Background: an optimization exercise with open tools, aiming at small area, a short achievable clock period and few clock cycles per item. Do not read the settings as production practice. Function was checked by simulation only, so behaviour that the tests miss may differ from the original.

Setup of v6:
// sha256_core
module sha256_core (
    input  wire         clk,
    input  wire         rst,         
    input  wire         in_valid,
    output wire         in_ready,
    input  wire         first,       
    input  wire [511:0] block,
    output reg          out_valid,
    output wire [255:0] digest
);
==> flow/config.mk <==
export PLATFORM = sky130hd
export DESIGN_NAME = sha256_core
export DESIGN_NICKNAME = sha256_core
export VERILOG_FILES = /design/flow/design.v
export SDC_FILE = /design/flow/constraint.sdc
export NUM_CORES = 4
export LEC_CHECK = 0
export CAP_MARGIN = 20
export CORE_MARGIN = 2
export CORE_UTILIZATION = 45
export CTS_BUF_LIST = sky130_fd_sc_hd__clkbuf_16
export CTS_CLUSTER_DIAMETER = 80
export CTS_CLUSTER_SIZE = 24
export PLACE_DENSITY = 0.65
export SETUP_SLACK_MARGIN = 4
export SLEW_MARGIN = 20
==> flow/constraint.sdc <==
create_clock -name core_clock -period 9.0 [get_ports {clk}]
set_input_delay 1.8000 -clock core_clock [delete_from_list [all_inputs] [get_ports {clk}]]
set_output_delay 1.8000 -clock core_clock [all_outputs]
set_load 0.01 [all_outputs]
standard.sh (not shown) runs the stock make flow with config.mk's settings and CLKGATE_MAP_FILE= SYNTH_SCRIPT=/design/flow/synth_recipe.tcl, a recipe that flattens the netlist after the stock synthesis.
==> flow/flow/run.sh <==
#!/bin/bash
set -e
export BUFFER_PORTS_ARGS="-buffer_cell sky130_fd_sc_hd__buf_1"
bash standard.sh MATCH_CELL_FOOTPRINT=0 finish > standard.log 2>&1
Testbench counts of v6, summed over its fixed seeds: cycles 82,064, items 1,280.
> inputs changed (v6 -> v7)
Settings: CTS_CLUSTER_SIZE: 24 -> unset; CORE_UTILIZATION: 45 -> 50; CTS_CLUSTER_DIAMETER: 80 -> unset; CTS_BUF_LIST: sky130_fd_sc_hd__clkbuf_16 -> sky130_fd_sc_hd__clkbuf_8; PLACE_DENSITY: 0.65 -> 0.7.
## What came out
Per the comparison of v7 with v6, die area shrank by 9.9%, net total in the final layout up 137, sequential portion of the cell area -1.4 points.
Relative to v6, the total instance count after detailed placement measured on v7 has decreased by a few percent.
~same wire length of the first global-routing pass in v6 and v7

* * *

Another version of the RTL of sha256_core (not shown whole).
For scale: roughly 5300 cells after synthesis, ~0.056 mm2 of cells after synthesis.
clock: 9.0 ns
lec_check: 0
cap_margin: 20
core_margin: 2
core_utilization: 45
place_density: 0.65
setup_slack_margin: 4
slew_margin: 20
run.sh (not shown) runs the stock make flow with config.mk's settings and CLKGATE_MAP_FILE= SYNTH_SCRIPT=/design/flow/synth_recipe.tcl, a recipe that flattens the netlist after the stock synthesis.
Stock flow here: none of the scripts above is used.
Testbench counts at the start, summed over its fixed seeds: cycles 82,064, items 1,280.
Change:
==> flow/flow/run.sh (new file) <==
#!/bin/bash
set -e
export BUFFER_PORTS_ARGS="-buffer_cell sky130_fd_sc_hd__buf_1"
bash standard.sh > standard.log 2>&1
==> flow/standard.sh (new file) <==
#!/bin/bash
# synth_recipe.tcl (not shown) runs the flow's synth.tcl, then flattens the netlist and writes it again
# the make line also repeats each setting of config.mk as NAME=value (left out here)
make -C /OpenROAD-flow-scripts/flow DESIGN_CONFIG=/design/flow/config.mk WORK_HOME=/design/flow/orfs CLKGATE_MAP_FILE= SYNTH_SCRIPT=/design/flow/synth_recipe.tcl "${@:-finish}"
- CTS_BUF_LIST: unset -> sky130_fd_sc_hd__clkbuf_8
removed: flow/run.sh
Via count climbs by 0.79%.
Area after synthesis stays the same.
Hold slack improved by 0.012 ns.

* * *

sha256_core with an RTL version that a note above also has.
For scale: ~1100 flip-flops, roughly 770 I/O pins.
clock: 9.0 ns
lec_check: 0
cap_margin: 20
core_margin: 2
core_utilization: 42
cts_buf_list: sky130_fd_sc_hd__clkbuf_8
cts_cluster_diameter: 70
cts_cluster_size: 14
place_density: 0.62
setup_slack_margin: 4.25
slew_margin: 20
standard.sh (not shown) runs the stock make flow with config.mk's settings and CLKGATE_MAP_FILE= SYNTH_SCRIPT=/design/flow/synth_recipe.tcl, a recipe that flattens the netlist after the stock synthesis.
==> flow/flow/run.sh <==
#!/bin/bash
set -e
export BUFFER_PORTS_ARGS="-buffer_cell sky130_fd_sc_hd__buf_1"
bash standard.sh MATCH_CELL_FOOTPRINT=0 finish > standard.log 2>&1
Testbench counts at the start, summed over its fixed seeds: cycles 82,064, items 1,280.
Rerun with:
--- a/flow/config.mk
+++ b/flow/config.mk
@@ -9,3 +9,3 @@
 export CORE_MARGIN = 2
-export CORE_UTILIZATION = 42
+export CORE_UTILIZATION = 45
 export CTS_BUF_LIST = sky130_fd_sc_hd__clkbuf_8
@@ -13,4 +13,4 @@
 export CTS_CLUSTER_SIZE = 14
-export PLACE_DENSITY = 0.62
-export SETUP_SLACK_MARGIN = 4.25
+export PLACE_DENSITY = 0.65
+export SETUP_SLACK_MARGIN = 4.5
 export SLEW_MARGIN = 20
The new run completed without violations.
Routed wire length decreases by 4.0%.
Count of clock-buffer cells in the layout goes down by 2.
Design area went up by 2.0%.
Critical path depth climbs by 6.
Rerun with:
--- a/flow/config.mk
+++ b/flow/config.mk
@@ -14,3 +14,3 @@
 export PLACE_DENSITY = 0.65
-export SETUP_SLACK_MARGIN = 4.5
+export SETUP_SLACK_MARGIN = 4
 export SLEW_MARGIN = 20
Result:
- wire length rose by 1.0%
- worst setup slack got worse by 310 ps
- cell count shrinks by 1.3%

[afterwards: timing with drivers on the ports]
How much do the figures lean on ideal ports? The routed layouts below were timed once more, with nothing changed but the port constraints.
Step 1: set_driving_cell puts a clkbuf_16 on clk and a buf_2 on each other input, an assumption about the parent block.
Step 2, shift: input delay + t, output delay - t, t = (earliest + latest rising clock arrival at the registers) / 2. This alone moves slack from input paths to output paths.
a / b / c = ideal / step 1 / step 2; a / b = the first two.
| run | t, ns | slack for setup (ns) | worst data-port slew with drivers (ns) |
|---|---|---|---|
| v6 | 0.769 | 3.994 / 3.994 / 3.994 | 0.28 |
| v7 | 0.925 | 4.060 / 4.060 / 4.060 | 0.24 |
| the first run of note 2 | 0.830 | 4.050 / 3.979 / 4.050 | 0.49 |
| the second run of note 2 | 1.003 | 3.984 / 3.984 / 3.984 | 0.35 |
| the first run of note 3 | 0.885 | 4.296 / 4.296 / 4.296 | 0.23 |
| the second run of note 3 | 0.879 | 4.321 / 4.321 / 4.321 | 0.22 |
| the third run of note 3 | 0.865 | 4.015 / 4.015 / 4.015 | 0.28 |
After both steps setup and hold are still met in every run listed.
